Background: an optimization exercise with open tools, aiming at small area, a short achievable clock period and few clock cycles per item. Do not read the settings as production practice. RTL that was checked went through simulation tests only; none was proved equivalent to the original. The RTL of run 1 was laid out without a check of its function.

--- config.mk ---
export PLATFORM = sky130hd
export DESIGN_NAME = ecc79_codec
export DESIGN_NICKNAME = ecc79_codec
export VERILOG_FILES = /design/flow/design.v
export SDC_FILE = /design/flow/constraint.sdc
export NUM_CORES = 4
export LEC_CHECK = 0
export CAP_MARGIN = 20
export CORE_MARGIN = 2
export CORE_UTILIZATION = 40
export SETUP_SLACK_MARGIN = 0.5
export SLEW_MARGIN = 20
--- constraint.sdc ---
create_clock -name core_clock -period 17.0 [get_ports {clk}]
set_input_delay 3.4000 -clock core_clock [delete_from_list [all_inputs] [get_ports {clk}]]
set_output_delay 3.4000 -clock core_clock [all_outputs]
set_load 0.01 [all_outputs]
--- design.v ---
module ecc79_codec (
    input  wire        clk,
    input  wire        rst,
    input  wire        in_valid,
    input  wire        in_mode,
    input  wire [78:0] in_word,
    output reg         out_valid,
    output reg  [78:0] out_word,
    output reg  [1:0]  out_status
);
    function [6:0] gf_mul;
        input [6:0] a;
        input [6:0] b;
        integer i;
        reg [6:0] acc;
        reg [6:0] sh;
        begin
            acc = 7'd0;
            sh  = a;
            for (i = 0; i < 7; i = i + 1) begin
                if (b[i]) acc = acc ^ sh;
                sh = {sh[5:0], 1'b0} ^ (sh[6] ? 7'h09 : 7'h00);
            end
            gf_mul = acc;
        end
    endfunction
    function [6:0] inv_cube;    
        input [6:0] a;
        begin
            case (a)
            7'd0: inv_cube = 7'd0;
            7'd1: inv_cube = 7'd1;
            7'd2: inv_cube = 7'd17;
            7'd3: inv_cube = 7'd24;
            7'd4: inv_cube = 7'd19;
            7'd5: inv_cube = 7'd82;
            7'd6: inv_cube = 7'd3;
            7'd7: inv_cube = 7'd122;
            7'd8: inv_cube = 7'd49;
            7'd9: inv_cube = 7'd56;
            7'd10: inv_cube = 7'd40;
            7'd11: inv_cube = 7'd33;
            7'd12: inv_cube = 7'd51;
            7'd13: inv_cube = 7'd4;
            7'd14: inv_cube = 7'd45;
            7'd15: inv_cube = 7'd71;
            7'd16: inv_cube = 7'd23;
            7'd17: inv_cube = 7'd36;
            7'd18: inv_cube = 7'd7;
            7'd19: inv_cube = 7'd88;
            7'd20: inv_cube = 7'd5;
            7'd21: inv_cube = 7'd44;
            7'd22: inv_cube = 7'd21;
            7'd23: inv_cube = 7'd96;
            7'd24: inv_cube = 7'd53;
            7'd25: inv_cube = 7'd30;
            7'd26: inv_cube = 7'd68;
            7'd27: inv_cube = 7'd100;
            7'd28: inv_cube = 7'd80;
            7'd29: inv_cube = 7'd46;
            7'd30: inv_cube = 7'd127;
            7'd31: inv_cube = 7'd103;
            7'd32: inv_cube = 7'd117;
            7'd33: inv_cube = 7'd18;
            7'd34: inv_cube = 7'd64;
            7'd35: inv_cube = 7'd115;
            7'd36: inv_cube = 7'd119;
            7'd37: inv_cube = 7'd38;
            7'd38: inv_cube = 7'd11;
            7'd39: inv_cube = 7'd47;
            7'd40: inv_cube = 7'd85;
            7'd41: inv_cube = 7'd124;
            7'd42: inv_cube = 7'd65;
            7'd43: inv_cube = 7'd2;
            7'd44: inv_cube = 7'd87;
            7'd45: inv_cube = 7'd58;
            7'd46: inv_cube = 7'd12;
            7'd47: inv_cube = 7'd110;
            7'd48: inv_cube = 7'd83;
            7'd49: inv_cube = 7'd93;
            7'd50: inv_cube = 7'd101;
            7'd51: inv_cube = 7'd86;
            7'd52: inv_cube = 7'd76;
            7'd53: inv_cube = 7'd62;
            7'd54: inv_cube = 7'd72;
            7'd55: inv_cube = 7'd66;
            7'd56: inv_cube = 7'd10;
            7'd57: inv_cube = 7'd90;
            7'd58: inv_cube = 7'd99;
            7'd59: inv_cube = 7'd79;
            7'd60: inv_cube = 7'd120;
            7'd61: inv_cube = 7'd81;
            7'd62: inv_cube = 7'd123;
            7'd63: inv_cube = 7'd31;
            7'd64: inv_cube = 7'd91;
            7'd65: inv_cube = 7'd26;
            7'd66: inv_cube = 7'd32;
            7'd67: inv_cube = 7'd28;
            7'd68: inv_cube = 7'd8;
            7'd69: inv_cube = 7'd73;
            7'd70: inv_cube = 7'd61;
            7'd71: inv_cube = 7'd111;
            7'd72: inv_cube = 7'd121;
            7'd73: inv_cube = 7'd22;
            7'd74: inv_cube = 7'd98;
            7'd75: inv_cube = 7'd14;
            7'd76: inv_cube = 7'd50;
            7'd77: inv_cube = 7'd109;
            7'd78: inv_cube = 7'd114;
            7'd79: inv_cube = 7'd54;
            7'd80: inv_cube = 7'd95;
            7'd81: inv_cube = 7'd16;
            7'd82: inv_cube = 7'd75;
            7'd83: inv_cube = 7'd70;
            7'd84: inv_cube = 7'd25;
            7'd85: inv_cube = 7'd39;
            7'd86: inv_cube = 7'd34;
            7'd87: inv_cube = 7'd106;
            7'd88: inv_cube = 7'd125;
            7'd89: inv_cube = 7'd92;
            7'd90: inv_cube = 7'd37;
            7'd91: inv_cube = 7'd113;
            7'd92: inv_cube = 7'd69;
            7'd93: inv_cube = 7'd29;
            7'd94: inv_cube = 7'd107;
            7'd95: inv_cube = 7'd52;
            7'd96: inv_cube = 7'd57;
            7'd97: inv_cube = 7'd112;
            7'd98: inv_cube = 7'd94;
            7'd99: inv_cube = 7'd43;
            7'd100: inv_cube = 7'd89;
            7'd101: inv_cube = 7'd105;
            7'd102: inv_cube = 7'd108;
            7'd103: inv_cube = 7'd78;
            7'd104: inv_cube = 7'd77;
            7'd105: inv_cube = 7'd55;
            7'd106: inv_cube = 7'd97;
            7'd107: inv_cube = 7'd59;
            7'd108: inv_cube = 7'd9;
            7'd109: inv_cube = 7'd20;
            7'd110: inv_cube = 7'd42;
            7'd111: inv_cube = 7'd102;
            7'd112: inv_cube = 7'd35;
            7'd113: inv_cube = 7'd67;
            7'd114: inv_cube = 7'd41;
            7'd115: inv_cube = 7'd6;
            7'd116: inv_cube = 7'd63;
            7'd117: inv_cube = 7'd74;
            7'd118: inv_cube = 7'd126;
            7'd119: inv_cube = 7'd84;
            7'd120: inv_cube = 7'd15;
            7'd121: inv_cube = 7'd118;
            7'd122: inv_cube = 7'd27;
            7'd123: inv_cube = 7'd104;
            7'd124: inv_cube = 7'd60;
            7'd125: inv_cube = 7'd48;
            7'd126: inv_cube = 7'd116;
            7'd127: inv_cube = 7'd13;
            default: inv_cube = 7'd0;
            endcase
        end
    endfunction
    function [6:0] m_solve;    
        input [6:0] c;
        begin
            m_solve[0] = 1'b0;
            m_solve[1] = c[2] ^ c[3] ^ c[4] ^ c[6];
            m_solve[2] = c[3] ^ c[4] ^ c[6];
            m_solve[3] = c[5] ^ c[6];
            m_solve[4] = c[1] ^ c[2] ^ c[4];
            m_solve[5] = c[3] ^ c[5] ^ c[6];
            m_solve[6] = c[3] ^ c[6];
        end
    endfunction
    function [6:0] gf_trace;    
        input [6:0] c;
        begin
            gf_trace = {6'd0, c[0]};
        end
    endfunction
    function valid_loc;    
        input [6:0] a;
        begin
            case (a)
            7'd1, 7'd2, 7'd3, 7'd4, 7'd5, 7'd6, 7'd8, 7'd9,
            7'd10, 7'd11, 7'd12, 7'd16, 7'd18, 7'd20, 7'd22, 7'd24,
            7'd25, 7'd27, 7'd29, 7'd31, 7'd32, 7'd35, 7'd36, 7'd37,
            7'd39, 7'd40, 7'd41, 7'd43, 7'd44, 7'd45, 7'd47, 7'd48,
            7'd50, 7'd51, 7'd53, 7'd54, 7'd55, 7'd57, 7'd58, 7'd61,
            7'd62, 7'd64, 7'd65, 7'd69, 7'd70, 7'd72, 7'd73, 7'd74,
            7'd75, 7'd80, 7'd81, 7'd82, 7'd83, 7'd85, 7'd86, 7'd87,
            7'd88, 7'd90, 7'd93, 7'd94, 7'd95, 7'd96, 7'd97, 7'd100,
            7'd102, 7'd106, 7'd107, 7'd108, 7'd109, 7'd110, 7'd111, 7'd113,
            7'd114, 7'd115, 7'd116, 7'd122, 7'd124, 7'd125:
                valid_loc = 1'b1;
            default: valid_loc = 1'b0;
            endcase
        end
    endfunction
    wire [63:0] d = in_word[63:0];
    wire [13:0] ec;    
    assign ec[0] = ^(d & 64'h2a2d78a6784ee361);
    assign ec[1] = ^(d & 64'h7e7789ea88d325a3);
    assign ec[2] = ^(d & 64'hd6c26b7369e8a827);
    assign ec[3] = ^(d & 64'had84d6e6d3d1504e);
    assign ec[4] = ^(d & 64'h7124d56bdfec43fd);
    assign ec[5] = ^(d & 64'hc864d271c796649b);
    assign ec[6] = ^(d & 64'hbae4dc45f7622a57);
    assign ec[7] = ^(d & 64'h75c9b88beec454ae);
    assign ec[8] = ^(d & 64'hc1be09b1a5c64a3d);
    assign ec[9] = ^(d & 64'ha9516bc533c2771b);
    assign ec[10] = ^(d & 64'h52a2d78a6784ee36);
    assign ec[11] = ^(d & 64'ha545af14cf09dc6c);
    assign ec[12] = ^(d & 64'h4a8b5e299e13b8d8);
    assign ec[13] = ^(d & 64'h9516bc533c2771b0);
    wire [13:0] rem = ec ^ in_word[77:64];
    wire [6:0] s1, s3;
    assign s1[0] = ^(rem & 14'h0881);
    assign s1[1] = ^(rem & 14'h1102);
    assign s1[2] = ^(rem & 14'h2204);
    assign s1[3] = ^(rem & 14'h0c88);
    assign s1[4] = ^(rem & 14'h1910);
    assign s1[5] = ^(rem & 14'h3220);
    assign s1[6] = ^(rem & 14'h2440);
    assign s3[0] = ^(rem & 14'h06a1);
    assign s3[1] = ^(rem & 14'h2130);
    assign s3[2] = ^(rem & 14'h2f88);
    assign s3[3] = ^(rem & 14'h0be2);
    assign s3[4] = ^(rem & 14'h2350);
    assign s3[5] = ^(rem & 14'h3098);
    assign s3[6] = ^(rem & 14'h17c4);
    wire dpar = ^d;
    wire par_in  = dpar ^ (^in_word[78:64]);    
    wire par_enc = dpar ^ (^ec);
    reg        v1, mode1, par1;
    reg [63:0] d1;
    reg [14:0] hi1;    
    reg [6:0]  s1r, s3r;
    always @(posedge clk) begin
        if (rst) v1 <= 1'b0;
        else     v1 <= in_valid;
        mode1 <= in_mode;
        d1    <= d;
        hi1   <= in_mode ? in_word[78:64] : {par_enc, ec};
        par1  <= par_in;
        s1r   <= s1;
        s3r   <= s3;
    end
    wire [6:0] cp = gf_mul(s3r, inv_cube(s1r));
    wire       z  = (s1r == 7'd0) && (s3r == 7'd0);
    wire [6:0] y0 = m_solve(cp);
    wire       one = (cp == 7'd1);
    wire       trc = gf_trace(cp) != 7'd0;
    wire [6:0] x1 = gf_mul(s1r, y0);
    wire [6:0] x2 = x1 ^ s1r;
    wire       ok1 = valid_loc(x1) || (x1 == 7'd0);
    wire       ok2 = valid_loc(x2);
    wire       single = one & ok2;             
    wire       fixable = trc & ok1 & ok2;      
    wire       fix = mode1 & (par1 ? single : fixable);
    wire       fixp = mode1 & (par1 ? z : single);
    wire [77:0] hit;
    assign hit[0] = (x1 == 7'd65) | (x2 == 7'd65);
    assign hit[1] = (x1 == 7'd11) | (x2 == 7'd11);
    assign hit[2] = (x1 == 7'd22) | (x2 == 7'd22);
    assign hit[3] = (x1 == 7'd44) | (x2 == 7'd44);
    assign hit[4] = (x1 == 7'd88) | (x2 == 7'd88);
    assign hit[5] = (x1 == 7'd57) | (x2 == 7'd57);
    assign hit[6] = (x1 == 7'd114) | (x2 == 7'd114);
    assign hit[7] = (x1 == 7'd109) | (x2 == 7'd109);
    assign hit[8] = (x1 == 7'd83) | (x2 == 7'd83);
    assign hit[9] = (x1 == 7'd47) | (x2 == 7'd47);
    assign hit[10] = (x1 == 7'd94) | (x2 == 7'd94);
    assign hit[11] = (x1 == 7'd53) | (x2 == 7'd53);
    assign hit[12] = (x1 == 7'd106) | (x2 == 7'd106);
    assign hit[13] = (x1 == 7'd93) | (x2 == 7'd93);
    assign hit[14] = (x1 == 7'd51) | (x2 == 7'd51);
    assign hit[15] = (x1 == 7'd102) | (x2 == 7'd102);
    assign hit[16] = (x1 == 7'd69) | (x2 == 7'd69);
    assign hit[17] = (x1 == 7'd3) | (x2 == 7'd3);
    assign hit[18] = (x1 == 7'd6) | (x2 == 7'd6);
    assign hit[19] = (x1 == 7'd12) | (x2 == 7'd12);
    assign hit[20] = (x1 == 7'd24) | (x2 == 7'd24);
    assign hit[21] = (x1 == 7'd48) | (x2 == 7'd48);
    assign hit[22] = (x1 == 7'd96) | (x2 == 7'd96);
    assign hit[23] = (x1 == 7'd73) | (x2 == 7'd73);
    assign hit[24] = (x1 == 7'd27) | (x2 == 7'd27);
    assign hit[25] = (x1 == 7'd54) | (x2 == 7'd54);
    assign hit[26] = (x1 == 7'd108) | (x2 == 7'd108);
    assign hit[27] = (x1 == 7'd81) | (x2 == 7'd81);
    assign hit[28] = (x1 == 7'd43) | (x2 == 7'd43);
    assign hit[29] = (x1 == 7'd86) | (x2 == 7'd86);
    assign hit[30] = (x1 == 7'd37) | (x2 == 7'd37);
    assign hit[31] = (x1 == 7'd74) | (x2 == 7'd74);
    assign hit[32] = (x1 == 7'd29) | (x2 == 7'd29);
    assign hit[33] = (x1 == 7'd58) | (x2 == 7'd58);
    assign hit[34] = (x1 == 7'd116) | (x2 == 7'd116);
    assign hit[35] = (x1 == 7'd97) | (x2 == 7'd97);
    assign hit[36] = (x1 == 7'd75) | (x2 == 7'd75);
    assign hit[37] = (x1 == 7'd31) | (x2 == 7'd31);
    assign hit[38] = (x1 == 7'd62) | (x2 == 7'd62);
    assign hit[39] = (x1 == 7'd124) | (x2 == 7'd124);
    assign hit[40] = (x1 == 7'd113) | (x2 == 7'd113);
    assign hit[41] = (x1 == 7'd107) | (x2 == 7'd107);
    assign hit[42] = (x1 == 7'd95) | (x2 == 7'd95);
    assign hit[43] = (x1 == 7'd55) | (x2 == 7'd55);
    assign hit[44] = (x1 == 7'd110) | (x2 == 7'd110);
    assign hit[45] = (x1 == 7'd85) | (x2 == 7'd85);
    assign hit[46] = (x1 == 7'd35) | (x2 == 7'd35);
    assign hit[47] = (x1 == 7'd70) | (x2 == 7'd70);
    assign hit[48] = (x1 == 7'd5) | (x2 == 7'd5);
    assign hit[49] = (x1 == 7'd10) | (x2 == 7'd10);
    assign hit[50] = (x1 == 7'd20) | (x2 == 7'd20);
    assign hit[51] = (x1 == 7'd40) | (x2 == 7'd40);
    assign hit[52] = (x1 == 7'd80) | (x2 == 7'd80);
    assign hit[53] = (x1 == 7'd41) | (x2 == 7'd41);
    assign hit[54] = (x1 == 7'd82) | (x2 == 7'd82);
    assign hit[55] = (x1 == 7'd45) | (x2 == 7'd45);
    assign hit[56] = (x1 == 7'd90) | (x2 == 7'd90);
    assign hit[57] = (x1 == 7'd61) | (x2 == 7'd61);
    assign hit[58] = (x1 == 7'd122) | (x2 == 7'd122);
    assign hit[59] = (x1 == 7'd125) | (x2 == 7'd125);
    assign hit[60] = (x1 == 7'd115) | (x2 == 7'd115);
    assign hit[61] = (x1 == 7'd111) | (x2 == 7'd111);
    assign hit[62] = (x1 == 7'd87) | (x2 == 7'd87);
    assign hit[63] = (x1 == 7'd39) | (x2 == 7'd39);
    assign hit[64] = (x1 == 7'd1) | (x2 == 7'd1);
    assign hit[65] = (x1 == 7'd2) | (x2 == 7'd2);
    assign hit[66] = (x1 == 7'd4) | (x2 == 7'd4);
    assign hit[67] = (x1 == 7'd8) | (x2 == 7'd8);
    assign hit[68] = (x1 == 7'd16) | (x2 == 7'd16);
    assign hit[69] = (x1 == 7'd32) | (x2 == 7'd32);
    assign hit[70] = (x1 == 7'd64) | (x2 == 7'd64);
    assign hit[71] = (x1 == 7'd9) | (x2 == 7'd9);
    assign hit[72] = (x1 == 7'd18) | (x2 == 7'd18);
    assign hit[73] = (x1 == 7'd36) | (x2 == 7'd36);
    assign hit[74] = (x1 == 7'd72) | (x2 == 7'd72);
    assign hit[75] = (x1 == 7'd25) | (x2 == 7'd25);
    assign hit[76] = (x1 == 7'd50) | (x2 == 7'd50);
    assign hit[77] = (x1 == 7'd100) | (x2 == 7'd100);
    wire [78:0] word1 = {hi1, d1};
    always @* begin
        out_valid = v1;
        out_word  = word1 ^ {fixp, hit & {78{fix}}};
        if (!mode1)      out_status = 2'd0;
        else if (z)      out_status = {1'b0, par1};
        else if (par1)   out_status = single ? 2'd1 : 2'd3;
        else             out_status = fixable ? 2'd2 : 2'd3;
    end
endmodule
--- run.sh ---
#!/bin/bash
# synth_recipe.tcl (not shown) runs the flow's synth.tcl, then flattens the netlist and writes it again
# the make line also repeats each setting of config.mk as NAME=value (left out here)
make -C /OpenROAD-flow-scripts/flow DESIGN_CONFIG=/design/flow/config.mk WORK_HOME=/design/flow/orfs CLKGATE_MAP_FILE= SYNTH_SCRIPT=/design/flow/synth_recipe.tcl finish
==> results of run 1 <==
## cell families after synthesis
group	count (synthesis)
xor gates and xnor gates	502
and+or+nand+nor	404
AOI/OAI and AO/OA	300
buffers and inverters	127
DFF	103
muxes	22
adders and majority gates	22
## placed cells by master, fill, tap and decap left out, drive strengths merged, types with 14 or more instances in the layout
cell	instances
a211oi	14
a21oi	61
a31oi	15
clkdlybuf4s50	164
dfxtp	103
ha	22
inv	26
nand2	153
nand3	23
nand4	81
nor2	68
nor3	23
o211ai	14
o21ai	49
o22ai	89
xnor2	399
xor2	90
## state kept, by name (all words and copies together), names as in the netlist
| signal | flops |
|---|---|
| inv_cube$func$/design/flow/design.v:249$5471.$result | 7 |
| par1 | 1 |
| d1 | 64 |
| mode1 | 1 |
| s3r | 7 |
| v1 | 1 |
| s1r | 7 |
| hi1 | 15 |
## metal layers
| metal | vias up | share of wire (%) | global-route usage (%) | wire (um) |
|---|---|---|---|---|
| met4 | 2 | 2.1 | 5.90 | 950 |
| met3 | 73 | 9.5 | 5.36 | 4260 |
| met5 | - | 0.029 | 0 | 13 |
| met2 | 697 | 42 | 39.1 | 19000 |
| li1 | 5330 | - | - | - |
| met1 | 5529 | 46 | 39.1 | 20500 |
## stage by stage
step	cells	setup slack [ns]	area [sq um]
after floorplan	1480	7.81	12500
after global placement	1952	5.48	14100
after detailed placement	1952	5.31	14100
after CTS	1968	4.88	14400
after global routing	1969	4.61	14400
final	1969	5.12	14400
## final cells by class
class | instances | area share (%)
clock inverter | 5 | 0.451
tap | 396 | 3.44
clock buffer | 11 | 1.75
inverter | 27 | 0.738
timing repair buffer | 177 | 12.1
sequential | 103 | 14.3
multi-input combinational | 1250 | 67.2
## path summary, 6_finish.rpt
check                  start            to  cells after the start
worst min-delay path     rst            v1                      2
worst max-delay path  s3r[4]  out_word[71]                     25
==> impl_metrics.env, run 1 <==
export IMPL_status="timing/DRC/antenna clean"
export IMPL_area_delta_synth_final_pct=15.2
export IMPL_grt_max_degree=67
export IMPL_die_h_um=181
export IMPL_ant_nets=0
export IMPL_criticalPathCategory="reg -> out"
export IMPL_startpoint_type="flip-flop"
export IMPL_fillCellCount=2957
export IMPL_synth_area_leader_cell="xnor2_1"
export IMPL_grt_pass1_wl_mm=66.9
export IMPL_hold_viol=0
export IMPL_start_util_pct=40.8
export IMPL_cp_arrival_ns=8.48
export IMPL_synth_async_reset_ratio_pct=0
export IMPL_antenna_found_initial=1
export IMPL_synth_seq_cells=103
export IMPL_synth_top_family_by_area="XOR/XNOR gates"
export IMPL_cts_buffer_depth=2
export IMPL_holdBufCountCts=0
export IMPL_first_iter_violations=1752
export IMPL_max_freq_mhz=84.2
export IMPL_post_cts_buffers=0
export IMPL_syn_cell_area_sq_um=12500
export IMPL_syn_instance_count=1480
export IMPL_drive_gt1_share_pct=10.9
export IMPL_die_area_sq_um=32700
export IMPL_cts_resized=0
export IMPL_finalSetupViolCount=0
export IMPL_critPathTopFamily="XOR/XNOR gates"
export IMPL_muxShareOfSynthArea_pct=1.89
export IMPL_h_tree_depth=3
export IMPL_setup_tns_ns=0
export IMPL_fin_crit_sh_pct=69.9
export IMPL_dp_hpwl_mm=35.0
export IMPL_synth_compound_area_share_pct=15.7
export IMPL_pin_count=165
export IMPL_port_buffers=164
export IMPL_synthTopCellsByArea="xnor2_1 27%, dfxtp_1 16%, nand4_2 7.4%"
export IMPL_critPathMostFrequentCell="o21ai_0"
export IMPL_routed_via_density=5.91
export IMPL_drc=0
export IMPL_worstSetupEndpointType="primary output"
export IMPL_drv_cap=0
export IMPL_antenna_cells=0
export IMPL_fin_nets=1673
export IMPL_avgRoutedWirePerCell_um=22.7
export IMPL_hold_path_class="in -> reg"
export IMPL_num_rows=64
export IMPL_synthFlopType="dfxtp_1"
export IMPL_synth_xor_xnor_area_share_pct=37.7
export IMPL_grt_ovfl_total=0
export IMPL_slew_limit_headroom_pct=28.3
export IMPL_slowest_stage="buf_4"
export IMPL_die_w_um=181
export IMPL_crit_fanout=66
export IMPL_synth_warnings=1
export IMPL_grt_use_total_pct=26.4
export IMPL_synth_most_common_cell="xnor2_1"
export IMPL_synth_fa_ha_area_share_pct=2.20
export IMPL_num_vias=11600
export IMPL_synthSimpleGateAreaFrac_pct=19.4
export IMPL_cts_sinks=103
export IMPL_synth_nets=1585
export IMPL_routed_wl_mm=44.7
export IMPL_ctsRootBufferMaster="clkbuf_16"
export IMPL_synth_edff_count=0
export IMPL_yosys_top_cells_count="391 x xnor2_1, 153 x nand2_1, 103 x dfxtp_1"
export IMPL_postSynthAreaPerCell_sq_um=8.45
export IMPL_hold_slack_ns=3.56
export IMPL_worst_pin_slew_ns=1.08
export IMPL_final_util_pct=47.0
export IMPL_yosysSeqAreaShare_pct=16.5
export IMPL_rsz0062_at_grt="false"
export IMPL_first_pass_iters=6
export IMPL_final_max_slew_viol_count=0
export IMPL_numCtsBuffers=9
export IMPL_clk_transition_reported_paths_ns=0.08
export IMPL_fp_coreArea_sq_um=30700
export IMPL_seq_area_sq_um=2060
export IMPL_netlist_area_leader_share_pct=27.4
export IMPL_place_gp_congestion=0.986
export IMPL_grt_pass1_vias=10900
export IMPL_cp_required_ns=13.60
export IMPL_cts_tree="built"
export IMPL_worst_path_buf_inv=5
export IMPL_period_minus_slack_ns=11.88
export IMPL_cpPeakStageDelay_ns=0.87
export IMPL_multiInputGateArea_sq_um=9690
export IMPL_ys_types=86
==> run 2, diff against run 1 <==
--- a/design.v
+++ b/design.v
@@ -237,3 +237,4 @@
     reg [14:0] hi1;    
-    reg [6:0]  s1r, s3r;
+    reg [6:0]  s1r, cpr;
+    reg        zr;
     always @(posedge clk) begin
@@ -246,6 +247,7 @@
         s1r   <= s1;
-        s3r   <= s3;
+        zr    <= (s1 == 7'd0) && (s3 == 7'd0);
+        cpr   <= gf_mul(s3, inv_cube(s1));
     end
-    wire [6:0] cp = gf_mul(s3r, inv_cube(s1r));
-    wire       z  = (s1r == 7'd0) && (s3r == 7'd0);
+    wire [6:0] cp = cpr;
+    wire       z  = zr;
     wire [6:0] y0 = m_solve(cp);
==> impl_metrics.env, run 2 <==
export IMPL_antenna_found_initial=2
export IMPL_cts_sinks=97
export IMPL_criticalPathCategory="reg -> out"
export IMPL_fin_crit_sh_pct=63.2
export IMPL_synth_warnings=1
export IMPL_postLayoutCellArea_sq_um=14200
export IMPL_first_pass_iters=5
export IMPL_synth_seq_cells=97
export IMPL_worst_path_buf_inv=5
export IMPL_startpoint_type="flip-flop"
export IMPL_avgRoutedWirePerCell_um=22.6
export IMPL_ant_nets=0
export IMPL_regMostFlops="d1"
export IMPL_hold_viol=0
export IMPL_ys_types=83
export IMPL_use_met1_pct=39.1
export IMPL_dp_hpwl_mm=33.5
export IMPL_yosys_top_cells_count="293 x xnor2_1, 207 x nand2_1, 97 x dfxtp_1"
export IMPL_status="timing/DRC/antenna clean"
export IMPL_synth_area_leader_cell="xnor2_1"
export IMPL_slowest_stage="xnor2_1"
export IMPL_dp_slack_ns=6.68
export IMPL_cp_required_ns=13.60
export IMPL_grt_use_total_pct=26.6
export IMPL_synth_nets=1495
export IMPL_h_tree_depth=3
export IMPL_setup_tns_ns=0
export IMPL_numCtsBuffers=9
export IMPL_cp_arrival_ns=7.34
export IMPL_final_cell_mix="293 x xnor2_1, 207 x nand2_1, 164 x clkdlybuf4s50_1"
export IMPL_period_minus_slack_ns=10.74
export IMPL_synth_async_reset_ratio_pct=0
export IMPL_met2_usage_pct=40.8
export IMPL_hold_path_class="in -> reg"
export IMPL_largest_reg_flops=64
export IMPL_synthFlopType="dfxtp_1"
export IMPL_antenna_cells=0
export IMPL_cp_cell_sequence="inv_1, ha_1, inv_1, xnor2_1, a21oi_1, xor2_1, xnor2_1, xor2_1, ha_1, inv_1, ha_1, nand2_1, o21ai_0, a21oi_1, a221o_1, a21boi_0, o211a_2, buf_4, nand2_1, xnor2_1, clkdlybuf4s50_1"
export IMPL_holdBufCountCts=0
export IMPL_fillCellCount=2830
export IMPL_yosysSeqAreaShare_pct=16.1
export IMPL_start_util_pct=40.7
export IMPL_postSynthAreaPerCell_sq_um=8.67
export IMPL_met3_usage_pct=3.51
export IMPL_die_w_um=178
export IMPL_num_vias=10900
export IMPL_synth_edff_count=0
export IMPL_seq_area_sq_um=1940
export IMPL_grt_pass1_vias=10200
export IMPL_fp_coreArea_sq_um=29700
export IMPL_worst_pin_slew_ns=1.12
export IMPL_routed_wl_mm=42.7
export IMPL_synthTopCellsByArea="xnor2_1 21%, dfxtp_1 16%, xnor3_1 13%"
export IMPL_die_area_sq_um=31600
export IMPL_cts_resized=0
export IMPL_reg_largest_list="d1: 64 flops, hi1: 15 flops"
export IMPL_mostFrequentLayoutCell="xnor2_1"
export IMPL_rsz0062_at_grt="false"
export IMPL_cpPeakStageDelay_ns=0.65
export IMPL_drv_cap=0
export IMPL_routed_via_density=5.76
export IMPL_drive_gt1_share_pct=5.32
export IMPL_first_iter_violations=1350
export IMPL_grt_max_degree=79
export IMPL_place_gp_congestion=0.978
export IMPL_worstSetupEndpointType="primary output"
export IMPL_pin_count=165
export IMPL_synth_most_common_cell="xnor2_1"
export IMPL_die_h_um=178
export IMPL_slew_limit_headroom_pct=24.7
export IMPL_clk_transition_reported_paths_ns=0.09
export IMPL_dpl_cell_area_sq_um=13900
export IMPL_ctsRootBufferMaster="clkbuf_16"
export IMPL_multiInputGateArea_sq_um=9590
export IMPL_post_cts_buffers=0
export IMPL_critPathTopFamily="XOR/XNOR gates"
export IMPL_netlist_area_leader_share_pct=21.2
export IMPL_finalSetupViolCount=0
export IMPL_grt_ovfl_total=0
export IMPL_grt_pass1_wl_mm=63.2
export IMPL_syn_instance_count=1394
export IMPL_num_rows=63
export IMPL_area_delta_synth_final_pct=17.6
export IMPL_max_freq_mhz=93.1
export IMPL_cts_tree="built"
export IMPL_fin_nets=1599
export IMPL_grt_busiest_layer="met2"
export IMPL_crit_fanout=78
export IMPL_final_max_slew_viol_count=0
export IMPL_port_buffers=164
export IMPL_cts_buffer_depth=2
export IMPL_timing_final_ws_setup_ns=6.26
export IMPL_syn_cell_area_sq_um=12100
export IMPL_drc=0
-- run 2: cell types whose count changed in the layout (fill, tap and decap cells not counted), moves of 10 or more --
| cell | before | now |
|---|---|---|
| inv_1 | 21 | 36 |
| xnor2_1 | 388 | 293 |
| mux2i_1 | 9 | 26 |
| nand4_2 | 73 | 0 |
| a21oi_1 | 60 | 50 |
| xnor3_1 | 5 | 69 |
| xor2_1 | 83 | 71 |
| nand2_1 | 153 | 207 |
| o21ai_0 | 49 | 29 |
| o221ai_1 | 2 | 14 |
-- run 2: metrics by stage --
| stage | instances | hold WS [ns] | util, % |
|---|---|---|---|
| 2_1_floorplan | 1394 | 3.43 | - |
| 3_3_place_gp | 1877 | 3.93 | 46.7 |
| 3_5_place_dp | 1877 | 3.94 | 46.7 |
| 4_1_cts | 1893 | 3.55 | 47.8 |
| 5_1_grt | 1893 | 3.56 | 47.8 |
| 6_report | 1893 | 3.55 | 47.8 |
-- run 2: path summary, 6_finish.rpt --
kind	slack [ns]	startpoint	to	cells after the start
worst max-delay path	6.26	cpr[3]	out_word[68]	21
worst min-delay path	3.55	rst	v1	2
-- run 2: kinds of logic after synthesis --
group                    Yosys count  synth area share (%)
XOR/XNOR                         459                  43.5
AND/OR/NAND/NOR                  360                  12.7
AO/OA/AOI/OAI                    291                  16.7
buffers and inverters            123                  4.58
flip-flops                        97                  16.1
multiplexers                      46                  4.58
adder cells (fa/ha/maj)           18                  1.86
-- run 2: final cells by class --
cell class	instances	area share (%)
clock buffer	9	1.59
clock inverter	7	0.590
inverter	42	1.13
multi-input combinational	1174	67.5
sequential	97	13.7
tap	390	3.44
timing repair buffer	174	12.1
-- run 2: routing by layer --
| metal | wire length [um] | vias up |
|---|---|---|
| met4 | 1050 | 2 |
| met3 | 3250 | 78 |
| met1 | 19200 | 5201 |
| li1 | - | 5064 |
| met2 | 19200 | 566 |
| met5 | 12 | - |
Testbench counts of run 2, summed over its fixed seeds: cycles 4,800, items 4,800.
==> run 3, diff against run 2 <==
==> flow/run.sh (new file) <==
#!/bin/bash
# Standard synthesis and layout; the port buffers use buf_1 instead of the
# buffer_ports default (a delay buffer, clkdlybuf4s50_1).
set -euo pipefail
bash standard.sh 'BUFFER_PORTS_ARGS=-buffer_cell sky130_fd_sc_hd__buf_1' finish > standard.log 2>&1
==> standard.sh (new file) <==
#!/bin/bash
# synth_recipe.tcl (not shown) runs the flow's synth.tcl, then flattens the netlist and writes it again
# the make line also repeats each setting of config.mk as NAME=value (left out here)
make -C /OpenROAD-flow-scripts/flow DESIGN_CONFIG=/design/flow/config.mk WORK_HOME=/design/flow/orfs CLKGATE_MAP_FILE= SYNTH_SCRIPT=/design/flow/synth_recipe.tcl "${@:-finish}"
removed: run.sh
==> impl_metrics.env, run 3 <==
export IMPL_status="timing/DRC/antenna clean"
export IMPL_final_max_slew_viol_count=0
export IMPL_synth_seq_cells=97
export IMPL_first_pass_iters=8
export IMPL_ctsRootBufferMaster="clkbuf_16"
export IMPL_period_minus_slack_ns=10.03
export IMPL_avgRoutedWirePerCell_um=22.4
export IMPL_area_delta_synth_final_pct=9.27
export IMPL_criticalPathCategory="reg -> out"
export IMPL_die_h_um=178
export IMPL_cts_buffer_depth=2
export IMPL_use_met1_pct=38.1
export IMPL_syn_instance_count=1394
export IMPL_synth_warnings=1
export IMPL_die_area_sq_um=31600
export IMPL_regMostFlops="d1"
export IMPL_max_freq_mhz=99.8
export IMPL_num_rows=63
export IMPL_hold_depth=2
export IMPL_worst_pin_slew_ns=1.10
export IMPL_rsz0062_at_grt="false"
export IMPL_endpoint="out_word[63]"
export IMPL_first_iter_violations=1607
export IMPL_cts_sinks=97
export IMPL_synthSimpleGateAreaFrac_pct=12.7
export IMPL_numCtsBuffers=9
export IMPL_slew_limit_headroom_pct=26.9
export IMPL_antenna_found_initial=3
export IMPL_synthTopCellsByArea="xnor2_1 21%, dfxtp_1 16%, xnor3_1 13%"
export IMPL_dp_hpwl_mm=33.2
export IMPL_final_cell_mix="293 x xnor2_1, 207 x nand2_1, 164 x buf_1"
export IMPL_cp_required_ns=13.60
export IMPL_num_vias=11000
export IMPL_seq_area_sq_um=1940
export IMPL_synth_nets=1495
export IMPL_place_inst=1880
export IMPL_fin_nets=1602
export IMPL_routed_wl_mm=42.6
export IMPL_routed_via_density=5.80
export IMPL_drive_gt1_share_pct=5.51
export IMPL_finalSetupViolCount=0
export IMPL_synth_most_common_cell="xnor2_1"
export IMPL_postLayoutCellArea_sq_um=13200
export IMPL_yosys_top_cells_count="293 x xnor2_1, 207 x nand2_1, 97 x dfxtp_1"
export IMPL_netlist_area_leader_share_pct=21.2
export IMPL_mostFrequentLayoutCell="xnor2_1"
export IMPL_worstSetupEndpointType="primary output"
export IMPL_reg_largest_list="d1: 64 flops, hi1: 15 flops"
export IMPL_drv_cap=0
export IMPL_synth_fa_ha_area_share_pct=1.86
export IMPL_fp_coreArea_sq_um=29700
export IMPL_synth_async_reset_ratio_pct=0
export IMPL_ys_types=83
export IMPL_holdBufCountCts=0
export IMPL_die_w_um=178
export IMPL_fin_crit_sh_pct=59.0
export IMPL_met2_usage_pct=40.7
export IMPL_place_gp_congestion=0.971
export IMPL_hold_path_class="in -> reg"
export IMPL_grt_use_total_pct=26.2
export IMPL_synth_top_family_by_area="XOR/XNOR gates"
export IMPL_drc=0
export IMPL_hold_viol=0
export IMPL_syn_cell_area_sq_um=12100
export IMPL_cts_tree="built"
export IMPL_post_cts_buffers=0
export IMPL_h_tree_depth=3
export IMPL_setup_tns_ns=0
export IMPL_startpoint_type="flip-flop"
export IMPL_dpl_cell_area_sq_um=12900
export IMPL_grt_ovfl_total=0
export IMPL_synth_edff_count=0
export IMPL_met3_usage_pct=3.19
export IMPL_grt_max_degree=79
export IMPL_port_buffers=164
export IMPL_largest_reg_flops=64
export IMPL_grt_pass1_wl_mm=62.3
export IMPL_clk_transition_reported_paths_ns=0.09
export IMPL_synthFlopType="dfxtp_1"
export IMPL_yosysSeqAreaShare_pct=16.1
export IMPL_cts_resized=0
export IMPL_multiInputGateArea_sq_um=9590
export IMPL_grt_pass1_vias=10100
export IMPL_startpoint="cpr[3]"
export IMPL_cp_arrival_ns=6.62
export IMPL_synth_xor_xnor_area_share_pct=43.5
export IMPL_instances_no_fill=1899
export IMPL_ant_nets=0
export IMPL_synth_compound_area_share_pct=16.7
export IMPL_muxShareOfSynthArea_pct=4.58
export IMPL_crit_fanout=78
export IMPL_grt_busiest_layer="met2"
export IMPL_pin_count=165
export IMPL_postSynthAreaPerCell_sq_um=8.67
export IMPL_start_util_pct=40.7
export IMPL_synth_area_leader_cell="xnor2_1"
export IMPL_fillCellCount=2935
[run 3: cell types whose count changed in the layout (fill, tap and decap cells not counted), moves of 3 or more]
cell             before  now
buf_1                 0  164
clkdlybuf4s50_1     164    0
buf_4                10   13
diode_2               0    3
[run 3: routing by layer]
layer,wire length (um),up-vias
li1,-,5065
met1,18600,5293
met2,19300,580
met3,3550,80
met4,1080,0
met5,0,-
[run 3: logic make-up (layout without fill, tap and decap cells)]
group                    count (synthesis)  count (layout)
other                                    0               3
adder cells (fa/ha/maj)                 18              18
AO/OA/AOI/OAI                          291             291
multiplexers                            46              46
buffers and inverters                  123             235
flip-flops                              97              97
XOR/XNOR                               459             459
AND/OR/NAND/NOR                        360             360
[run 3: final cells by class]
class                   count  area share [%]
repair buffers            177            5.40
clock buffers               9            1.71
flip-flops and latches     97            14.7
multi-input cells        1174            72.6
well taps                 390            3.70
inverters                  42            1.21
diodes                      3          0.0569
clock inverters             7           0.597
[run 3: critical path: stages, from the launching register on]
cell      delay, ns
dfxtp_1        0.58
inv_1          0.21
ha_1           0.41
inv_1          0.09
xnor2_1        0.15
a21oi_1        0.10
xor2_1         0.21
xnor2_1        0.55
xor2_1         0.51
ha_1           0.43
inv_1          0.10
ha_1           0.28
nand2_1        0.04
o21ai_0        0.11
a21oi_1        0.09
a221o_1        0.34
a21boi_0       0.41
o211a_2        0.27
buf_4          0.57
nand2_1        0.20
xnor2_1        0.38
buf_1          0.20
[run 3: through the flow]
stage / hold WS (ns) / setup slack, ns / util (%)
3_5_place_dp: 3.56 / 7.28 / 43.4
2_1_floorplan: 3.43 / 8.47 / -
6_report: 3.17 / 6.98 / 44.4
5_1_grt: 3.17 / 6.49 / 44.4
4_1_cts: 3.16 / 7.07 / 44.4
3_3_place_gp: 3.55 / 7.29 / 43.4
[run 3: worst min-delay path by stage]
| stage | startpoint | to | slack [ns] |
|---|---|---|---|
| 2_1_floorplan | in_word[0] | d1[0] | 3.43 |
| 3_3_place_gp | rst | v1 | 3.55 |
| 3_5_place_dp | rst | v1 | 3.56 |
| 4_1_cts | rst | v1 | 3.16 |
| 5_1_grt | rst | v1 | 3.17 |
| 6_report | rst | v1 | 3.17 |
==> run 4, diff against run 3 <==
==> flow/run.sh (replaced) <==
#!/bin/bash
# Standard synthesis and layout, with two changes: the port buffers use buf_1
# instead of the buffer_ports default (a delay buffer, clkdlybuf4s50_1), and
# timing repair aims for more setup slack than the clock period needs.
set -euo pipefail
bash standard.sh 'BUFFER_PORTS_ARGS=-buffer_cell sky130_fd_sc_hd__buf_1' \
    SETUP_SLACK_MARGIN=9 finish > standard.log 2>&1
==> impl_metrics.env, run 4 <==
export IMPL_status="timing/DRC/antenna clean"
export IMPL_final_cell_mix="190 x xnor2_1, 143 x nand2_1, 139 x buf_4"
export IMPL_die_area_sq_um=31600
export IMPL_hold_path_class="in -> reg"
export IMPL_critPathMostFrequentCell="xnor2_1"
export IMPL_die_h_um=178
export IMPL_yosys_top_cells_count="293 x xnor2_1, 207 x nand2_1, 97 x dfxtp_1"
export IMPL_synth_top_family_by_area="XOR/XNOR gates"
export IMPL_dp_hpwl_mm=33.5
export IMPL_synth_warnings=1
export IMPL_fin_nets=1766
export IMPL_synth_most_common_cell="xnor2_1"
export IMPL_met3_length_mm=5.42
export IMPL_holdBufCountCts=0
export IMPL_routed_wl_mm=49.7
export IMPL_port_buffers=164
export IMPL_cp_arrival_ns=8.44
export IMPL_instances_no_fill=2061
export IMPL_synth_fa_ha_area_share_pct=1.86
export IMPL_met2_length_mm=22.1
export IMPL_synth_nets=1495
export IMPL_critPathTopFamily="XOR/XNOR gates"
export IMPL_place_inst=1878
export IMPL_cp_cell_sequence="clkbuf_4, xnor2_1, xor2_1, xnor2_1, xnor3_1, xnor3_2, xnor3_4, clkinvlp_4, ha_4, clkinvlp_4, mux2i_1, o22ai_1, mux2_4, a2111o_1, and2_4, buf_4, a2111oi_4, a221oi_2, o221ai_2, xnor2_1"
export IMPL_cpPeakStageDelay_ns=0.53
export IMPL_synth_async_reset_ratio_pct=0
export IMPL_synth_edff_count=0
export IMPL_hold_viol=0
export IMPL_die_w_um=178
export IMPL_worst_path_buf_inv=4
export IMPL_startpoint_type="input pin"
export IMPL_clk_transition_reported_paths_ns=0.09
export IMPL_pin_count=165
export IMPL_drc=0
export IMPL_cp_required_ns=17.29
export IMPL_postLayoutCellArea_sq_um=17400
export IMPL_grt_pass1_wl_mm=67.4
export IMPL_synthFlopType="dfxtp_1"
export IMPL_start_util_pct=40.7
export IMPL_synth_seq_cells=97
export IMPL_worst_pin_slew_ns=0.842
export IMPL_grt_use_total_pct=28.4
export IMPL_finalSetupViolCount=0
export IMPL_avgRoutedWirePerCell_um=24.1
export IMPL_worstSetupEndpointType="flip-flop"
export IMPL_grt_ovfl_total=0
export IMPL_synthTopCellsByArea="xnor2_1 21%, dfxtp_1 16%, xnor3_1 13%"
export IMPL_endpoint="cpr[3]"
export IMPL_syn_instance_count=1394
export IMPL_ctsRootBufferMaster="clkbuf_16"
export IMPL_startpoint="in_word[13]"
export IMPL_antenna_found_initial=2
export IMPL_drive_gt1_share_pct=40.3
export IMPL_reg_largest_list="d1: 64 flops, hi1: 15 flops"
export IMPL_worstHoldStart="in_word[51]"
export IMPL_rsz0062_at_grt="true"
export IMPL_mostFrequentLayoutCell="xnor2_1"
export IMPL_crit_fanout=7
export IMPL_synth_xor_xnor_area_share_pct=43.5
export IMPL_yosysSeqAreaShare_pct=16.1
export IMPL_synthSimpleGateAreaFrac_pct=12.7
export IMPL_dpl_cell_area_sq_um=13000
export IMPL_fillCellCount=2427
export IMPL_synth_area_leader_cell="xnor2_1"
export IMPL_grt_max_degree=47
export IMPL_num_vias=12500
export IMPL_wirelength_met1_mm=19.6
export IMPL_first_pass_iters=6
export IMPL_final_util_pct=58.5
export IMPL_cp_depth=20
export IMPL_netlist_area_leader_share_pct=21.2
export IMPL_numCtsBuffers=9
export IMPL_largest_reg_flops=64
export IMPL_cts_sinks=97
export IMPL_h_tree_depth=3
export IMPL_highest_layer="met4"
export IMPL_first_iter_violations=1810
export IMPL_period_minus_slack_ns=8.16
export IMPL_cts_buffer_depth=2
export IMPL_synth_compound_area_share_pct=16.7
export IMPL_criticalPathCategory="in -> reg"
export IMPL_final_max_slew_viol_count=0
export IMPL_syn_cell_area_sq_um=12100
export IMPL_grt_pass1_vias=10900
export IMPL_place_gp_congestion=0.972
export IMPL_ant_nets=0
export IMPL_ys_types=83
export IMPL_routed_via_density=6.06
export IMPL_muxShareOfSynthArea_pct=4.58
export IMPL_regMostFlops="d1"
export IMPL_postSynthAreaPerCell_sq_um=8.67
export IMPL_slew_limit_headroom_pct=43.6
export IMPL_slowest_stage="a2111o_1"
export IMPL_hold_slack_ns=3.16
export IMPL_fp_coreArea_sq_um=29700
export IMPL_multiInputGateArea_sq_um=11800
export IMPL_fin_crit_sh_pct=48.0
export IMPL_seq_area_sq_um=1980
export IMPL_cts_tree="built"
export IMPL_drv_cap=0
export IMPL_area_delta_synth_final_pct=43.8
export IMPL_setup_tns_ns=0
export IMPL_max_freq_mhz=123
export IMPL_num_rows=63
run 4: cell counts after synthesis:
Identical to the previous run, type by type.
run 4: metal layers:
| metal | vias to the layer above | global-route usage (%) |
|---|---|---|
| li1 | 5415 | - |
| met1 | 5905 | 39.2 |
| met2 | 966 | 43.2 |
| met3 | 206 | 6.73 |
| met4 | 0 | 9.90 |
| met5 | - | 0 |
run 4: logic make-up after synthesis:
family	count (synthesis)
compound gates	291
xor+xnor	459
fa+ha+maj	18
buf+inv	123
flops	97
mux	46
simple gates	360
run 4: area by class of cell:
class / count / share of cell area (%)
repair buffers: 335 / 14.9
inverters: 42 / 1.40
well taps: 390 / 2.81
clock inverters: 7 / 0.468
multi-input cells: 1179 / 67.7
clock buffers: 9 / 1.30
repair inverters: 1 / 0.0648
flip-flops and latches: 97 / 11.4
diodes: 1 / 0.0144
run 4: worst min-delay path by stage:
stage	depth (start not counted)	slack [ns]	to
after detailed placement	2	3.58	v1
after CTS	2	3.19	v1
final	1	3.16	d1[51]
after global routing	1	3.15	d1[51]
after floorplan	0	3.43	d1[0]
after global placement	2	3.56	v1
run 4: what timing repair did:
action,4_1_cts,5_1_grt
pin swaps,27,123
setup buffers,58,85
setup endpoints to repair,88,86
endpoints found under the hold margin,0,0
resized for setup,185,480
cloned,7,16
run 4: per-stage QoR:
step                      setup WS [ns]
after floorplan                    9.00
after global placement             7.43
after detailed placement           7.36
after CTS                          8.99
after global routing               8.76
final                              8.84
==> run 5, diff against run 4 <==
--- a/flow/run.sh
+++ b/flow/run.sh
@@ -6,2 +6,2 @@
 bash standard.sh 'BUFFER_PORTS_ARGS=-buffer_cell sky130_fd_sc_hd__buf_1' \
-    SETUP_SLACK_MARGIN=9 finish > standard.log 2>&1
+    SETUP_SLACK_MARGIN=7 finish > standard.log 2>&1
==> impl_metrics.env, run 5 <==
export IMPL_status="timing/DRC/antenna clean"
export IMPL_h_tree_depth=3
export IMPL_mostFrequentLayoutCell="xnor2_1"
export IMPL_synth_area_leader_cell="xnor2_1"
export IMPL_die_area_sq_um=31600
export IMPL_criticalPathCategory="in -> reg"
export IMPL_synth_most_common_cell="xnor2_1"
export IMPL_seq_area_sq_um=1940
export IMPL_avgRoutedWirePerCell_um=22.4
export IMPL_hold_path_class="in -> reg"
export IMPL_crit_fanout=19
export IMPL_grt_pass1_wl_mm=62.3
export IMPL_fin_crit_sh_pct=55.9
export IMPL_worstSetupEndpointType="flip-flop"
export IMPL_synthTopCellsByArea="xnor2_1 21%, dfxtp_1 16%, xnor3_1 13%"
export IMPL_fp_coreArea_sq_um=29700
export IMPL_syn_cell_area_sq_um=12100
export IMPL_ys_types=83
export IMPL_place_inst=1880
export IMPL_fin_nets=1602
export IMPL_cts_tree="built"
export IMPL_final_cell_mix="290 x xnor2_1, 207 x nand2_1, 164 x buf_1"
export IMPL_ctsRootBufferMaster="clkbuf_16"
export IMPL_synthFlopType="dfxtp_1"
export IMPL_final_max_slew_viol_count=0
export IMPL_port_buffers=164
export IMPL_multiInputGateArea_sq_um=9620
export IMPL_clk_transition_reported_paths_ns=0.09
export IMPL_cp_arrival_ns=9.74
export IMPL_pin_count=165
export IMPL_yosysSeqAreaShare_pct=16.1
export IMPL_syn_instance_count=1394
export IMPL_first_iter_violations=1536
export IMPL_die_h_um=178
export IMPL_antenna_found_initial=3
export IMPL_num_rows=63
export IMPL_die_w_um=178
export IMPL_fillCellCount=2937
export IMPL_cts_sinks=97
export IMPL_routed_via_density=5.77
export IMPL_startpoint="in_word[26]"
export IMPL_cp_required_ns=17.24
export IMPL_routed_wl_mm=42.5
export IMPL_start_util_pct=40.7
export IMPL_finalSetupViolCount=0
export IMPL_period_minus_slack_ns=9.50
export IMPL_drc=0
export IMPL_worstHoldStart="rst"
export IMPL_hold_viol=0
export IMPL_area_delta_synth_final_pct=9.57
export IMPL_postSynthAreaPerCell_sq_um=8.67
export IMPL_num_vias=11000
export IMPL_instances_no_fill=1900
export IMPL_synth_nets=1495
export IMPL_dp_hpwl_mm=33.2
export IMPL_synth_warnings=1
export IMPL_grt_ovfl_total=0
export IMPL_largest_reg_flops=64
export IMPL_drv_cap=0
export IMPL_numCtsBuffers=9
export IMPL_grt_pass1_vias=10100
export IMPL_grt_use_total_pct=26.2
export IMPL_hold_slack_ns=3.17
export IMPL_cts_buffer_depth=2
export IMPL_netlist_area_leader_share_pct=21.2
export IMPL_worst_pin_slew_ns=1.09
export IMPL_setup_tns_ns=0
export IMPL_ant_nets=0
export IMPL_first_pass_iters=6
export IMPL_regMostFlops="d1"
export IMPL_synth_edff_count=0
export IMPL_startpoint_type="input pin"
export IMPL_yosys_top_cells_count="293 x xnor2_1, 207 x nand2_1, 97 x dfxtp_1"
export IMPL_synth_seq_cells=97
export IMPL_reg_largest_list="d1: 64 flops, hi1: 15 flops"
export IMPL_slew_limit_headroom_pct=27.1
export IMPL_place_gp_congestion=0.971
export IMPL_grt_max_degree=79
export IMPL_max_freq_mhz=105
export IMPL_rsz0062_at_grt="false"
export IMPL_synth_async_reset_ratio_pct=0
export IMPL_drive_gt1_share_pct=5.78
## run 5: stage by stage
step           instance area (sq um)  utilization [%]  setup slack, ns
3_5_place_dp                   12900             43.4             7.28
3_3_place_gp                   12900             43.4             7.29
5_1_grt                        13200             44.5             7.06
2_1_floorplan                  12100                -             8.47
6_report                       13200             44.5             7.50
4_1_cts                        13200             44.4             7.07
## run 5: worst max-delay path: stages
cell and delay, ns:
buf_1 0.18, xnor2_1 0.38, xnor3_1 0.49, xor2_1 0.31
xnor3_1 0.59, xnor2_1 0.43, xnor3_1 0.68, inv_1 0.21
ha_1 0.59, inv_1 0.19, mux2i_1 0.17, o22ai_1 0.10
mux2_2 0.28, a2111o_1 0.49, nand2_1 0.38, and3_1 0.23
nor3_1 0.05, a31oi_1 0.24, xnor3_1 0.33
## run 5: worst paths after layout
path	end	cells after the start	slack, ns
max	cpr[6]	19	7.50
min	v1	2	3.17
## run 5: layout make-up
| class | instances | share of cell area (%) |
|---|---|---|
| Multi-Input combinational cell | 1174 | 72.6 |
| Sequential cell | 97 | 14.7 |
| Timing Repair Buffer | 177 | 5.42 |
| Tap cell | 390 | 3.69 |
| Clock buffer | 9 | 1.70 |
| Inverter | 42 | 1.21 |
| Clock inverter | 7 | 0.596 |
| Antenna cell | 4 | 0.0756 |
## run 5: cells by family after synthesis
kind of cell | after synthesis | share of synthesized area [%]
AND/OR/NAND/NOR | 360 | 12.7
multiplexers | 46 | 4.58
adder cells (fa/ha/maj) | 18 | 1.86
AO/OA/AOI/OAI | 291 | 16.7
buffers and inverters | 123 | 4.58
XOR/XNOR | 459 | 43.5
flip-flops | 97 | 16.1
## run 5: repair_timing
action | in CTS | in global routing
hold buffers | 0 | 0
resized for setup | 0 | 5
buffers inserted | 0 | 0
endpoints found under the setup margin | 0 | 78
## run 5: metal layers
layer  global-route usage [%]  vias up  share of wire [%]
met4                     7.04        0                2.5
met2                     40.7      571                 45
met1                     38.1     5259                 44
met3                     3.19       67                8.6
met5                        0        -                  0
li1                         -     5063                  -
==> run 6, diff against run 5 <==
--- a/flow/run.sh
+++ b/flow/run.sh
@@ -6,2 +6,2 @@
 bash standard.sh 'BUFFER_PORTS_ARGS=-buffer_cell sky130_fd_sc_hd__buf_1' \
-    SETUP_SLACK_MARGIN=7 finish > standard.log 2>&1
+    SETUP_SLACK_MARGIN=7.7 finish > standard.log 2>&1
==> impl_metrics.env, run 6 <==
export IMPL_status="timing/DRC/antenna clean"
export IMPL_synth_seq_cells=97
export IMPL_start_util_pct=40.7
export IMPL_synthTopCellsByArea="xnor2_1 21%, dfxtp_1 16%, xnor3_1 13%"
export IMPL_synth_area_leader_cell="xnor2_1"
export IMPL_hold_path_endpoint="v1"
export IMPL_grt_max_degree=79
export IMPL_cp_cell_sequence="buf_1, xnor3_1, xnor2_1, xnor2_1, xnor3_1, xnor2_2, xnor3_1, buf_4, inv_1, ha_1, inv_1, mux2i_1, o22ai_1, mux2_2, a2111o_1, and2_1, nor4b_2, o31ai_1, o211ai_1, xnor3_1"
export IMPL_first_pass_iters=5
export IMPL_worstHoldStart="rst"
export IMPL_holdBufCountCts=0
export IMPL_fin_crit_sh_pct=53.5
export IMPL_port_buffers=164
export IMPL_dp_hpwl_mm=33.2
export IMPL_grt_pass1_wl_mm=62.3
export IMPL_ys_types=83
export IMPL_die_area_sq_um=31600
export IMPL_place_gp_congestion=0.971
export IMPL_worst_path_buf_inv=4
export IMPL_rsz0062_at_grt="false"
export IMPL_numCtsBuffers=9
export IMPL_cts_sinks=97
export IMPL_synth_async_reset_ratio_pct=0
export IMPL_postSynthAreaPerCell_sq_um=8.67
export IMPL_avgRoutedWirePerCell_um=22.3
export IMPL_cts_tree="built"
export IMPL_worst_pin_slew_ns=1.07
export IMPL_slew_limit_headroom_pct=28.5
export IMPL_clk_transition_reported_paths_ns=0.09
export IMPL_mostFrequentLayoutCell="xnor2_1"
export IMPL_postLayoutCellArea_sq_um=13400
export IMPL_cp_required_ns=17.22
export IMPL_syn_cell_area_sq_um=12100
export IMPL_cts_buffer_depth=2
export IMPL_synth_warnings=1
export IMPL_seq_area_sq_um=1950
export IMPL_grt_pass1_vias=10100
export IMPL_critPathMostFrequentCell="xnor3_1"
export IMPL_startpoint_type="input pin"
export IMPL_yosys_top_cells_count="293 x xnor2_1, 207 x nand2_1, 97 x dfxtp_1"
export IMPL_criticalPathCategory="in -> reg"
export IMPL_fp_coreArea_sq_um=29700
export IMPL_largest_reg_flops=64
export IMPL_antenna_found_initial=3
export IMPL_startpoint="in_word[59]"
export IMPL_final_cell_mix="287 x xnor2_1, 206 x nand2_1, 163 x buf_1"
export IMPL_synth_most_common_cell="xnor2_1"
export IMPL_final_max_slew_viol_count=0
export IMPL_dpl_cell_area_sq_um=12900
export IMPL_synth_edff_count=0
export IMPL_fin_nets=1608
export IMPL_num_rows=63
export IMPL_syn_instance_count=1394
export IMPL_routed_wl_mm=42.6
export IMPL_hold_path_class="in -> reg"
export IMPL_die_w_um=178
export IMPL_critPathTopFamily="XOR/XNOR gates"
export IMPL_drv_cap=0
export IMPL_multiInputGateArea_sq_um=9670
export IMPL_num_vias=11100
export IMPL_hold_depth=2
export IMPL_h_tree_depth=3
export IMPL_cpPeakStageDelay_ns=0.58
export IMPL_hold_viol=0
export IMPL_regMostFlops="d1"
export IMPL_ant_nets=0
export IMPL_fillCellCount=2937
export IMPL_grt_ovfl_total=0
export IMPL_ctsRootBufferMaster="clkbuf_16"
export IMPL_reg_largest_list="d1: 64 flops, hi1: 15 flops"
export IMPL_area_delta_synth_final_pct=10.6
export IMPL_yosysSeqAreaShare_pct=16.1
export IMPL_grt_use_total_pct=26.2
export IMPL_crit_fanout=31
export IMPL_drc=0
export IMPL_synth_nets=1495
export IMPL_finalSetupViolCount=0
export IMPL_routed_via_density=5.81
export IMPL_die_h_um=178
export IMPL_pin_count=165
export IMPL_first_iter_violations=1623
export IMPL_period_minus_slack_ns=9.10
export IMPL_max_freq_mhz=110
export IMPL_cp_arrival_ns=9.32
export IMPL_netlist_area_leader_share_pct=21.2
export IMPL_setup_tns_ns=0
export IMPL_synthFlopType="dfxtp_1"
export IMPL_slowest_stage="xnor3_1"
export IMPL_drive_gt1_share_pct=7.01
export IMPL_worstSetupEndpointType="flip-flop"
run 6: cell counts after synthesis:
No cell type changed its count.
run 6: cell families (layout without fill, tap and decap cells):
kind of cell	count (synthesis)	after routing	share of synthesized area [%]
DFF	97	97	16.1
and+or+nand+nor	360	360	12.7
other	0	3	0
AOI/OAI and AO/OA	291	291	16.7
adders and majority gates	18	18	1.86
buffers and inverters	123	241	4.58
xor gates and xnor gates	459	459	43.5
muxes	46	46	4.58
run 6: layout make-up:
class / instances / share of cell area [%]
Multi-Input combinational cell: 1174 / 72.4
Sequential cell: 97 / 14.6
Timing Repair Buffer: 183 / 5.78
Tap cell: 390 / 3.65
Clock buffer: 9 / 1.69
Inverter: 42 / 1.25
Clock inverter: 7 / 0.590
Antenna cell: 3 / 0.0562
run 6: worst max path at each step:
stage / end / depth (start not counted)
finish: cpr[5] / 20
global route: cpr[5] / 20
CTS: out_word[74] / 21
detailed placement: cpr[6] / 19
global placement: cpr[6] / 19
floorplan: cpr[5] / 20
run 6: through the flow:
| step | utilization [%] | std cells | worst slack [ns] | hold slack, ns |
|---|---|---|---|---|
| after floorplan | - | 1394 | 8.47 | 3.43 |
| after global placement | 43.4 | 1880 | 7.29 | 3.55 |
| after detailed placement | 43.4 | 1880 | 7.28 | 3.56 |
| after CTS | 44.5 | 1896 | 7.79 | 3.16 |
| after global routing | 44.9 | 1904 | 7.70 | 3.17 |
| final | 44.9 | 1905 | 7.90 | 3.17 |
run 6: repair_timing:
item	in CTS	in global routing
endpoints found under the setup margin	81	83
buffers inserted	0	6
pin swaps	0	2
gates resized for setup	8	18
run 6: routing by layer:
metal	part of all wire [%]	track usage, %
met5	0	0
met4	2.7	6.93
met3	9.1	3.15
met2	45	40.8
met1	43	38.2
==> run 7, diff against run 6 <==
--- a/flow/run.sh
+++ b/flow/run.sh
@@ -6,2 +6,2 @@
 bash standard.sh 'BUFFER_PORTS_ARGS=-buffer_cell sky130_fd_sc_hd__buf_1' \
-    SETUP_SLACK_MARGIN=7.7 finish > standard.log 2>&1
+    SETUP_SLACK_MARGIN=8.2 finish > standard.log 2>&1
==> impl_metrics.env, run 7 <==
export IMPL_ant_nets=0
export IMPL_port_buffers=164
export IMPL_grt_pass1_vias=10200
export IMPL_final_max_slew_viol_count=0
export IMPL_drive_gt1_share_pct=10.5
export IMPL_status="timing/DRC/antenna clean"
export IMPL_synthTopCellsByArea="xnor2_1 21%, dfxtp_1 16%, xnor3_1 13%"
export IMPL_timing_final_ws_setup_ns=8.34
export IMPL_die_w_um=178
export IMPL_worst_pin_slew_ns=1.07
export IMPL_regMostFlops="d1"
export IMPL_dp_slack_ns=7.28
export IMPL_num_vias=11200
export IMPL_fin_crit_sh_pct=50.9
export IMPL_drv_cap=0
export IMPL_period_minus_slack_ns=8.66
export IMPL_synth_edff_count=0
export IMPL_first_iter_violations=1651
export IMPL_criticalPathCategory="in -> reg"
export IMPL_finalSetupViolCount=0
export IMPL_fp_coreArea_sq_um=29700
export IMPL_antenna_found_initial=3
export IMPL_grt_pass1_wl_mm=62.7
export IMPL_postSynthAreaPerCell_sq_um=8.67
export IMPL_synth_nets=1495
export IMPL_netlist_area_leader_share_pct=21.2
export IMPL_clk_transition_reported_paths_ns=0.09
export IMPL_holdBufCountCts=0
export IMPL_area_delta_synth_final_pct=13.8
export IMPL_reg_largest_list="d1: 64 flops, hi1: 15 flops"
export IMPL_numCtsBuffers=9
export IMPL_ctsRootBufferMaster="clkbuf_16"
export IMPL_grt_use_total_pct=26.3
export IMPL_routed_via_density=5.85
export IMPL_yosys_top_cells_count="293 x xnor2_1, 207 x nand2_1, 97 x dfxtp_1"
export IMPL_max_freq_mhz=115
export IMPL_synth_most_common_cell="xnor2_1"
export IMPL_syn_cell_area_sq_um=12100
export IMPL_cts_sinks=97
export IMPL_num_rows=63
export IMPL_synth_seq_cells=97
export IMPL_synthFlopType="dfxtp_1"
export IMPL_place_inst=1880
export IMPL_cp_arrival_ns=8.88
export IMPL_setup_tns_ns=0
export IMPL_final_cell_mix="272 x xnor2_1, 206 x nand2_1, 153 x buf_1"
export IMPL_largest_reg_flops=64
export IMPL_slew_limit_headroom_pct=28.5
export IMPL_h_tree_depth=3
export IMPL_dp_hpwl_mm=33.2
export IMPL_instances_no_fill=1922
export IMPL_ys_types=83
export IMPL_final_util_pct=46.3
export IMPL_routed_wl_mm=43.7
export IMPL_die_area_sq_um=31600
export IMPL_pin_count=165
export IMPL_cp_required_ns=17.22
export IMPL_worstSetupEndpointType="flip-flop"
export IMPL_hold_path_class="in -> reg"
export IMPL_grt_ovfl_total=0
export IMPL_startpoint_type="input pin"
export IMPL_avgRoutedWirePerCell_um=22.7
export IMPL_synth_async_reset_ratio_pct=0
export IMPL_fillCellCount=2892
export IMPL_synth_area_leader_cell="xnor2_1"
export IMPL_syn_instance_count=1394
export IMPL_place_gp_congestion=0.971
export IMPL_drc=0
export IMPL_synth_warnings=1
export IMPL_fin_nets=1625
export IMPL_hold_viol=0
export IMPL_mostFrequentLayoutCell="xnor2_1"
export IMPL_cts_buffer_depth=2
export IMPL_rsz0062_at_grt="false"
export IMPL_die_h_um=178
export IMPL_cts_tree="built"
export IMPL_grt_max_degree=79
export IMPL_use_met1_pct=38.2
export IMPL_first_pass_iters=6
export IMPL_yosysSeqAreaShare_pct=16.1
export IMPL_grt_busiest_layer="met2"
export IMPL_met2_usage_pct=41.2
export IMPL_met3_usage_pct=3.15
export IMPL_crit_fanout=46
export IMPL_start_util_pct=40.7
-- run 7: stage by stage --
step	hold WS, ns	area [sq um]
5_1_grt	3.17	13700
6_report	3.17	13700
2_1_floorplan	3.43	12100
3_5_place_dp	3.56	12900
4_1_cts	3.16	13400
3_3_place_gp	3.55	12900
-- run 7: logic make-up (layout without fill, tap and decap cells) --
logic type	count (synthesis)	in the layout	share of synthesized area [%]
other cells	0	3	0
flops	97	97	16.1
simple gates	360	360	12.7
mux	46	46	4.58
compound gates	291	292	16.7
buf+inv	123	257	4.58
fa+ha+maj	18	18	1.86
xor+xnor	459	459	43.5
-- run 7: worst paths after layout --
kind                        start      to  slack, ns  cells past startpoint
worst max-delay path  in_word[41]  cpr[5]       8.34                     18
worst min-delay path          rst      v1       3.17                      2
-- run 7: cell type report --
cell class                      instances  area, sq um  share of cell area (%)
Multi-Input combinational cell       1175         9890                    71.9
Sequential cell                        97         1950                    14.2
Timing Repair Buffer                  198          926                    6.74
Tap cell                              390          488                    3.55
Clock buffer                            9          225                    1.64
Inverter                               42          176                    1.28
Clock inverter                          7         78.8                   0.573
Timing Repair inverter                  1         7.51                  0.0546
Antenna cell                            3         7.51                  0.0546
-- run 7: what timing repair did --
item,4_1_cts,5_1_grt
buffers inserted,8,12
pin swaps,3,2
gates cloned,0,3
resized for setup,29,45
endpoints found under the setup margin,86,85
-- run 7: critical path, cell delays in order --
cell and delay (ns):
buf_1 0.35, xnor3_1 0.44, xnor2_2 0.28, xnor3_1 0.49
xnor3_2 0.38, xnor3_1 0.53, xor2_2 0.17, buf_6 0.33
inv_8 0.18, nor3_1 0.21, o32ai_1 0.16, mux2_2 0.30
a2111o_1 0.51, and2_2 0.30, nor4b_2 0.30, o31ai_1 0.10
o211ai_1 0.14, xnor3_1 0.27
-- run 7: per-layer routing --
metal | wire (um) | vias up
met5 | 0 | -
met4 | 1260 | 0
met3 | 3580 | 85
met2 | 19800 | 619
met1 | 19100 | 5404
li1 | - | 5129

-- separate check: timing with driven ports --
No port has a modelled driver above. Below, the same layouts with a new extraction and two added sets of constraints. Step 1: set_driving_cell puts a clkbuf_16 on clk and a buf_2 on each other input, an assumption about the parent block. Step 2, shift: input delay + t, output delay - t, t = (earliest + latest rising clock arrival at the registers) / 2. This alone moves slack from input paths to output paths. a / b / c = no drivers / after step 1 / after step 2; a / b = the first two.
run | shift t [ns] | setup WS [ns] | worst register clock-pin slew, ns
run 1 | 0.404 | 5.117 / 5.067 / 5.471 | 0.08 / 0.08
run 2 | 0.407 | 6.260 / 6.216 / 6.509 | 0.09 / 0.09
run 3 | 0.395 | 6.975 / 6.933 / 7.076 | 0.09 / 0.09
run 4 | 0.412 | 8.842 / 8.861 / 8.448 | 0.09 / 0.09
run 5 | 0.396 | 7.497 / 7.489 / 7.104 | 0.09 / 0.09
run 6 | 0.396 | 7.904 / 7.922 / 7.527 | 0.09 / 0.09
run 7 | 0.393 | 8.339 / 8.349 / 7.956 | 0.09 / 0.09
After both steps every run listed still meets setup and hold. For run 4, which loses most, drivers alone change the setup slack by +0.019 ns; drivers and shift together by -0.394 ns.
